Context: an optimization exercise on an open-source flow, tuned for small area, a short achievable clock period and few clock cycles per item. The choices shown serve that exercise and are no tape-out recipe. RTL that was checked went through simulation tests only; none was proved equivalent to the original. No activity file was given, so power comes from the tool's default toggle rates.

== P ==
==> flow/design.v (excerpt) <==
module iris4_packer (
    input  wire         clk,
    input  wire         rst,
    input  wire         in_valid,
    output wire         in_ready,
    input  wire [31:0]  in_data,
    input  wire [15:0]  in_draw,
    input  wire         in_last,
    input  wire [1:0]   in_rnd,
    input  wire         in_sat,
    input  wire         in_flush,
    output wire         out_valid,
    input  wire         out_ready,
    output wire [7:0]   out_scale,
    output wire [127:0] out_codes,
    output wire [5:0]   out_nsat,
    output wire [5:0]   out_nflush,
    output wire [5:0]   out_nnan
);
    localparam integer NR  = 34;                 
    localparam integer TAP = NR - 2;             
    localparam integer W   = 46;                 
    reg  [W-1:0]  ring [0:NR-1];
    reg  [NR-1:0] rv;            
    reg  [5:0]    skip;          
    reg  [5:0]    gap;           
    reg           ready;         
    reg           blk_open;      
    reg           new0;          
    reg           r0_last;       
    reg  [1:0]    r0_rnd;        
    reg           r0_sat;
    reg           r0_flush;
    reg  [7:0]   acc_sc;         
    reg          acc_nz;         
    reg          acc_nb;         
    reg  [5:0]   acc_nnn;        
    reg  [5:0]   acc_nov;        
    reg  [5:0]   acc_nfl;        
    reg  [1:0]   acc_rnd;
    reg          acc_done;       
    reg          acc_empty;      
    reg  [4:0]   acc_cnt;        
    reg          d1_v;
    reg  [7:0]   d1_scale;
    reg  [1:0]   d1_rnd;
    reg  [4:0]   d1_cnt;         
    reg  [5:0]   d1_nflush;
    reg  [5:0]   d1_n;           
    reg  [7:0]   cur_scale;
  ...
For scale: ~3700 cells after synthesis, roughly 1900 flip-flops, about 210 I/O pins, roughly 50000 um2 of cells after synthesis.
==> flow/config.mk <==
export PLATFORM = sky130hd
export DESIGN_NAME = iris4_packer
export DESIGN_NICKNAME = iris4_packer
export VERILOG_FILES = /design/flow/design.v
export SDC_FILE = /design/flow/constraint.sdc
export NUM_CORES = 4
export LEC_CHECK = 0
export CAP_MARGIN = 20
export CORE_MARGIN = 2
export CORE_UTILIZATION = 60
export CTS_CLUSTER_DIAMETER = 90
export CTS_CLUSTER_SIZE = 28
export PLACE_DENSITY = 0.72
export SLEW_MARGIN = 20
==> flow/constraint.sdc <==
create_clock -name core_clock -period 40.0 [get_ports {clk}]
set_input_delay 8.0000 -clock core_clock [delete_from_list [all_inputs] [get_ports {clk}]]
set_output_delay 8.0000 -clock core_clock [all_outputs]
set_load 0.01 [all_outputs]
standard.sh (not shown) runs the stock make flow with config.mk's settings and CLKGATE_MAP_FILE= SYNTH_SCRIPT=/design/flow/synth_recipe.tcl, a recipe that flattens the netlist after the stock synthesis.
==> flow/flow/run.sh <==
#!/bin/bash
# Standard layout, with the ports buffered by a plain buffer and timing
# repair asked to leave more setup slack than the clock needs.
set -euo pipefail
export BUFFER_PORTS_ARGS="-buffer_cell sky130_fd_sc_hd__buf_2"
bash standard.sh SETUP_SLACK_MARGIN=30.65 SKIP_GATE_CLONING=1 finish > standard.log 2>&1
Testbench counts of P, summed over its fixed seeds: cycles 61,642, blocks 2,048.
Here is what was changed in the inputs of Q compared with P.
- CTS_CLUSTER_DIAMETER: 90 -> 70
- CTS_CLUSTER_SIZE: 28 -> 32
==> flow/flow/run.sh <==
#!/bin/bash
# Standard layout, with the ports buffered by a plain buffer and timing
# repair asked to leave more setup slack than the clock needs.
set -euo pipefail
export BUFFER_PORTS_ARGS="-buffer_cell sky130_fd_sc_hd__buf_2"
bash standard.sh SETUP_SLACK_MARGIN=30.8 SKIP_GATE_CLONING=1 finish > standard.log 2>&1
==> comparison <==
In Q, time the final worst path needs with I/O delays and setup is lower than in P.
From Q to P, cell count after synthesis did not move at all.
Re measured slew at the worst slew-check pin: Q is 190 ps up on P.
Looking at utilization of the core after routing, Q sits 0.62 points higher than P does.
Q against P: global-route wire length before repair went up 0.62%; final cell count without fillers held; non-clock buffer count went up 6.
Inputs modified between Q and R:
- CTS_CLUSTER_SIZE now 28, was 32
- CTS_CLUSTER_DIAMETER now 90, was 70
==> flow/flow/run.sh <==
#!/bin/bash
# Standard layout, with the ports buffered by a plain buffer and timing
# repair asked to leave more setup slack than the clock needs.
set -euo pipefail
export BUFFER_PORTS_ARGS="-buffer_cell sky130_fd_sc_hd__buf_2"
bash standard.sh SETUP_SLACK_MARGIN=30.95 SKIP_GATE_CLONING=1 finish > standard.log 2>&1
### Flow results
R ended up with a lower power density over cell area than Q did.
Internal power contribution in R vs Q: up about 2%
From Q to R the numbers moved as follows: final design area excluding fillers picked up an extra 1600 um2; filler-free cell count of the finished design picked up an extra about 1.2%.
## Diff of input files: S against R
==> flow/flow/run.sh <==
#!/bin/bash
# Standard layout, with the ports buffered by a plain buffer and timing
# repair asked to leave more setup slack than the clock needs.
set -euo pipefail
export BUFFER_PORTS_ARGS="-buffer_cell sky130_fd_sc_hd__buf_2"
bash standard.sh SETUP_SLACK_MARGIN=30.8 SKIP_GATE_CLONING=1 finish > standard.log 2>&1
### Flow results
In terms of fraction of area in clock buffers and inverters, R and S differ only marginally.
S against R; number of global-route vias before repair is down by a few percent.
On share of the clock period used by the worst path: S sits above R.
For first-iteration DRC count, dividing the value from R by the value from S gives 0.868.
Total power: S below R
Higher maximum ir drop on the vdd rail among R and S: S
S vs R — largest net degree at the start of global routing rose 14.


Another version of the RTL of iris4_packer (not shown whole).
Size in the first run: roughly 3700 cells after synthesis, ~1900 flip-flops.
clock: 40.0 ns
lec_check: 0
cap_margin: 20
core_margin: 2
core_utilization: 40
cts_cluster_diameter: 90
cts_cluster_size: 26
slew_margin: 20
==> flow/flow/run.sh <==
#!/bin/bash
# Standard layout, with the ports buffered by a plain buffer and timing
# repair asked to leave more setup slack than the clock needs.
set -euo pipefail
export BUFFER_PORTS_ARGS="-buffer_cell sky130_fd_sc_hd__buf_2"
bash standard.sh SETUP_SLACK_MARGIN=30.8 SKIP_GATE_CLONING=1 finish > standard.log 2>&1
Testbench counts at the start, summed over its fixed seeds: cycles 61,642, blocks 2,048.
Change:
--- a/flow/flow/run.sh
+++ b/flow/flow/run.sh
@@ -5,2 +5,2 @@
 export BUFFER_PORTS_ARGS="-buffer_cell sky130_fd_sc_hd__buf_2"
-bash standard.sh SETUP_SLACK_MARGIN=30.8 SKIP_GATE_CLONING=1 finish > standard.log 2>&1
+bash standard.sh SETUP_SLACK_MARGIN=30.5 finish > standard.log 2>&1
CTS_CLUSTER_SIZE = 28   (was 26)
Final cell count decreases by about 0.5%; clock skew decreases by 0.0071 ns; sequential power is about the same; cell area decreases by 1.4%.


Another version of the RTL of iris4_packer (not shown whole).
Size in the first run: roughly 3700 cells after synthesis, roughly 1900 flip-flops, about 210 I/O pins.
export LEC_CHECK = 0
export CAP_MARGIN = 20
export CORE_MARGIN = 2
export CORE_UTILIZATION = 40
export SLEW_MARGIN = 20
create_clock -name core_clock -period 40.0 [get_ports {clk}]
==> flow/flow/run.sh <==
#!/bin/bash
# Standard layout, with the ports buffered by a plain buffer and timing
# repair asked to leave more setup slack than the clock needs.
set -euo pipefail
export BUFFER_PORTS_ARGS="-buffer_cell sky130_fd_sc_hd__buf_2"
bash standard.sh SETUP_SLACK_MARGIN=30.5 finish > standard.log 2>&1
The baseline ran to the end with no violations.
==> next run, changes <==
- CTS_CLUSTER_DIAMETER: not set -> 90
- CTS_CLUSTER_SIZE: not set -> 28
The changed run finished clean.
Via count is lower by 2.5%.
Wire length is lower by 2.4%.
Clock-buffer cell count is lower by 149.
Die area stays the same.
Core utilization is lower by 2.8 points.
Setup slack degrades by 0.011 ns.
Clock power is lower by 43%.
Fmax barely changes.
Combinational power stays flat.
Cell count is lower by 3.4%.
==> next run, changes <==
--- a/flow/flow/run.sh
+++ b/flow/flow/run.sh
@@ -6 +6 @@
-bash standard.sh SETUP_SLACK_MARGIN=30.5 finish > standard.log 2>&1
+bash standard.sh SETUP_SLACK_MARGIN=31 finish > standard.log 2>&1
- CTS_CLUSTER_DIAMETER: 90 -> 60
- CTS_CLUSTER_SIZE: 28 -> 30
Result: With this change the flow produced a layout that fails on max-capacitance violations, max-slew violations. Synthesized cell count stays the same. Sequential cell count is unchanged. Total power climbs by 10%. Synthesized area stays the same.
==> next run, changes <==
==> flow/flow/run.sh (replaced) <==
#!/bin/bash
# Standard layout, with timing repair asked to leave more setup slack than
# the clock needs.
set -euo pipefail
bash standard.sh SETUP_SLACK_MARGIN=30 finish > standard.log 2>&1
- CTS_CLUSTER_DIAMETER: 60 -> not set
- CTS_CLUSTER_SIZE: 30 -> not set
What happened: With this change the flow finished with timing, DRC and antenna clean. Final area rose by 3.2%. Hold slack gets better by 0.0092 ns. Setup slack gets worse by 0.66 ns. Synthesized area stays the same.
==> next run, changes <==
==> flow/flow/run.sh (replaced) <==
#!/bin/bash
# Standard layout, with the ports buffered by a plain buffer and timing
# repair asked to leave more setup slack than the clock needs.
set -euo pipefail
export BUFFER_PORTS_ARGS="-buffer_cell sky130_fd_sc_hd__buf_2"
bash standard.sh SETUP_SLACK_MARGIN=30.5 finish > standard.log 2>&1
- CTS_CLUSTER_DIAMETER: not set -> 90
- CTS_CLUSTER_SIZE: not set -> 24
Outcome:
- The new run passed the timing, DRC and antenna checks
- worst setup slack gets better by 0.60 ns
- design area is lower by about 7%
- clock power goes down by 41%
- count of clock-buffer cells in the layout goes down by 139
- synthesized area is unchanged
- non-clock buffer count came out higher by 16
- utilization goes down by 3.2 points
No functional check of the RTL was part of any run of this note.


Another version of the RTL of iris4_packer (not shown whole).
For scale: roughly 3700 cells after synthesis, roughly 1900 flip-flops, ~210 I/O pins.
clock: 40.0 ns
lec_check: 0
cap_margin: 20
core_margin: 2
core_utilization: 40
cts_cluster_diameter: 90
cts_cluster_size: 28
slew_margin: 20
==> flow/flow/run.sh <==
#!/bin/bash
# Standard layout, with the ports buffered by a plain buffer and timing
# repair asked to leave more setup slack than the clock needs.
set -euo pipefail
export BUFFER_PORTS_ARGS="-buffer_cell sky130_fd_sc_hd__buf_2"
bash standard.sh SETUP_SLACK_MARGIN=30.8 SKIP_GATE_CLONING=1 finish > standard.log 2>&1
Testbench counts at the start, summed over its fixed seeds: cycles 61,642, blocks 2,048.
==> next run, changes <==
--- a/flow/flow/run.sh
+++ b/flow/flow/run.sh
@@ -5,2 +5,2 @@
 export BUFFER_PORTS_ARGS="-buffer_cell sky130_fd_sc_hd__buf_2"
-bash standard.sh SETUP_SLACK_MARGIN=30.8 SKIP_GATE_CLONING=1 finish > standard.log 2>&1
+bash standard.sh SETUP_SLACK_MARGIN=31.1 SKIP_GATE_CLONING=1 finish > standard.log 2>&1
=> Final area increases by 3.1%. Die area stays the same. Worst setup slack improved by 27 ps. Clock skew increases by 4.9 ps. Hold slack is about the same.
==> next run, changes <==
--- a/flow/flow/run.sh
+++ b/flow/flow/run.sh
@@ -5,2 +5,2 @@
 export BUFFER_PORTS_ARGS="-buffer_cell sky130_fd_sc_hd__buf_2"
-bash standard.sh SETUP_SLACK_MARGIN=31.1 SKIP_GATE_CLONING=1 finish > standard.log 2>&1
+bash standard.sh SETUP_SLACK_MARGIN=30.8 SKIP_GATE_CLONING=1 finish > standard.log 2>&1
Settings changed: CORE_UTILIZATION 40 to 60, PLACE_DENSITY set to 0.72.
Non-clock buffer count came out lower by 66; area after synthesis does not change; hold slack barely changes; die area came out lower by 33%; global-route usage came out higher by 6.0 points; design area came out lower by 4.4%; critical path depth does not change; total power came out lower by about 11%.


iris4_packer, a different RTL version from the one above (not shown whole).
Size in the first run: about 1900 flip-flops, ~0.051 mm2 of cells after synthesis.
Settings: LEC_CHECK=0, CAP_MARGIN=20, CORE_MARGIN=2, CORE_UTILIZATION=72, CTS_CLUSTER_DIAMETER=90, CTS_CLUSTER_SIZE=28, PLACE_DENSITY=0.82, SLEW_MARGIN=20; clock period 40.0 ns.
==> flow/flow/run.sh <==
#!/bin/bash
# Standard layout, with the ports buffered by a plain buffer and timing
# repair asked to leave more setup slack than the clock needs.
set -euo pipefail
export BUFFER_PORTS_ARGS="-buffer_cell sky130_fd_sc_hd__buf_2"
bash standard.sh SETUP_SLACK_MARGIN=30.8 SKIP_GATE_CLONING=1 finish > standard.log 2>&1
Rerun with:
CORE_UTILIZATION = 60   (was 72)
PLACE_DENSITY = 0.72   (was 0.82)
Global-route usage falls by 7.2 points.
Clock-buffer cell count falls by 2.
Worst setup slack is better by 13 ps.
Register-to-register slack is better by 170 ps.
No functional check of the RTL was part of any run of this note.

==> port drivers added, routing unchanged <==
The flow's constraints put no driver on any port. The routed layouts listed below were extracted and timed again, unchanged, in two steps.
Step 1, drivers: a clkbuf_16 drives clk and a buf_2 each remaining input, both assumed.
Step 2 adds t to the input delays and takes it off the output delays; t is the mean of the earliest and latest rising clock arrival at the registers after step 1. Input paths then give back, and output paths get back, about the clock's delay inside the block.
a / b / c = ideal ports / drivers / drivers and shift; a / b = the first two.
run | t, ns | setup slack, ns | worst setup path at the end
P | 0.710 | 30.691 / 30.689 / 30.024 | input to register
Q | 0.713 | 30.751 / 30.680 / 30.176 | input to register
R | 0.728 | 30.778 / 30.706 / 30.166 | input to register
S | 0.730 | 30.711 / 30.641 / 30.072 | input to register
the first run of note 2 | 0.742 | 30.517 / 30.544 / 29.802 | input to register
the second run of note 2 | 0.737 | 30.390 / 30.434 / 29.697 | input to register
the first run of note 3 | 0.837 | 30.499 / 30.433 / 29.734 | input to register
the second run of note 3 | 0.769 | 30.488 / 30.451 / 29.762 | input to register
the third run of note 3 | 0.783 | 30.592 / 30.533 / 29.842 | input to register
the fourth run of note 3 | 0.844 | 29.936 / 29.985 / 29.141 | input to register
the fifth run of note 3 | 0.762 | 30.538 / 30.473 / 29.810 | input to register
the first run of note 4 | 0.754 | 30.624 / 30.556 / 30.159 | input to register
the second run of note 4 | 0.756 | 30.651 / 30.585 / 30.329 | input to register
the third run of note 4 | 0.717 | 30.697 / 30.635 / 30.189 | input to register
the first run of note 5 | 0.732 | 30.618 / 30.546 / 29.928 | input to register
the second run of note 5 | 0.728 | 30.631 / 30.563 / 29.948 | input to register
For the fourth run of note 3, which loses most, drivers alone change the setup slack by +0.049 ns; drivers and shift together by -0.795 ns.
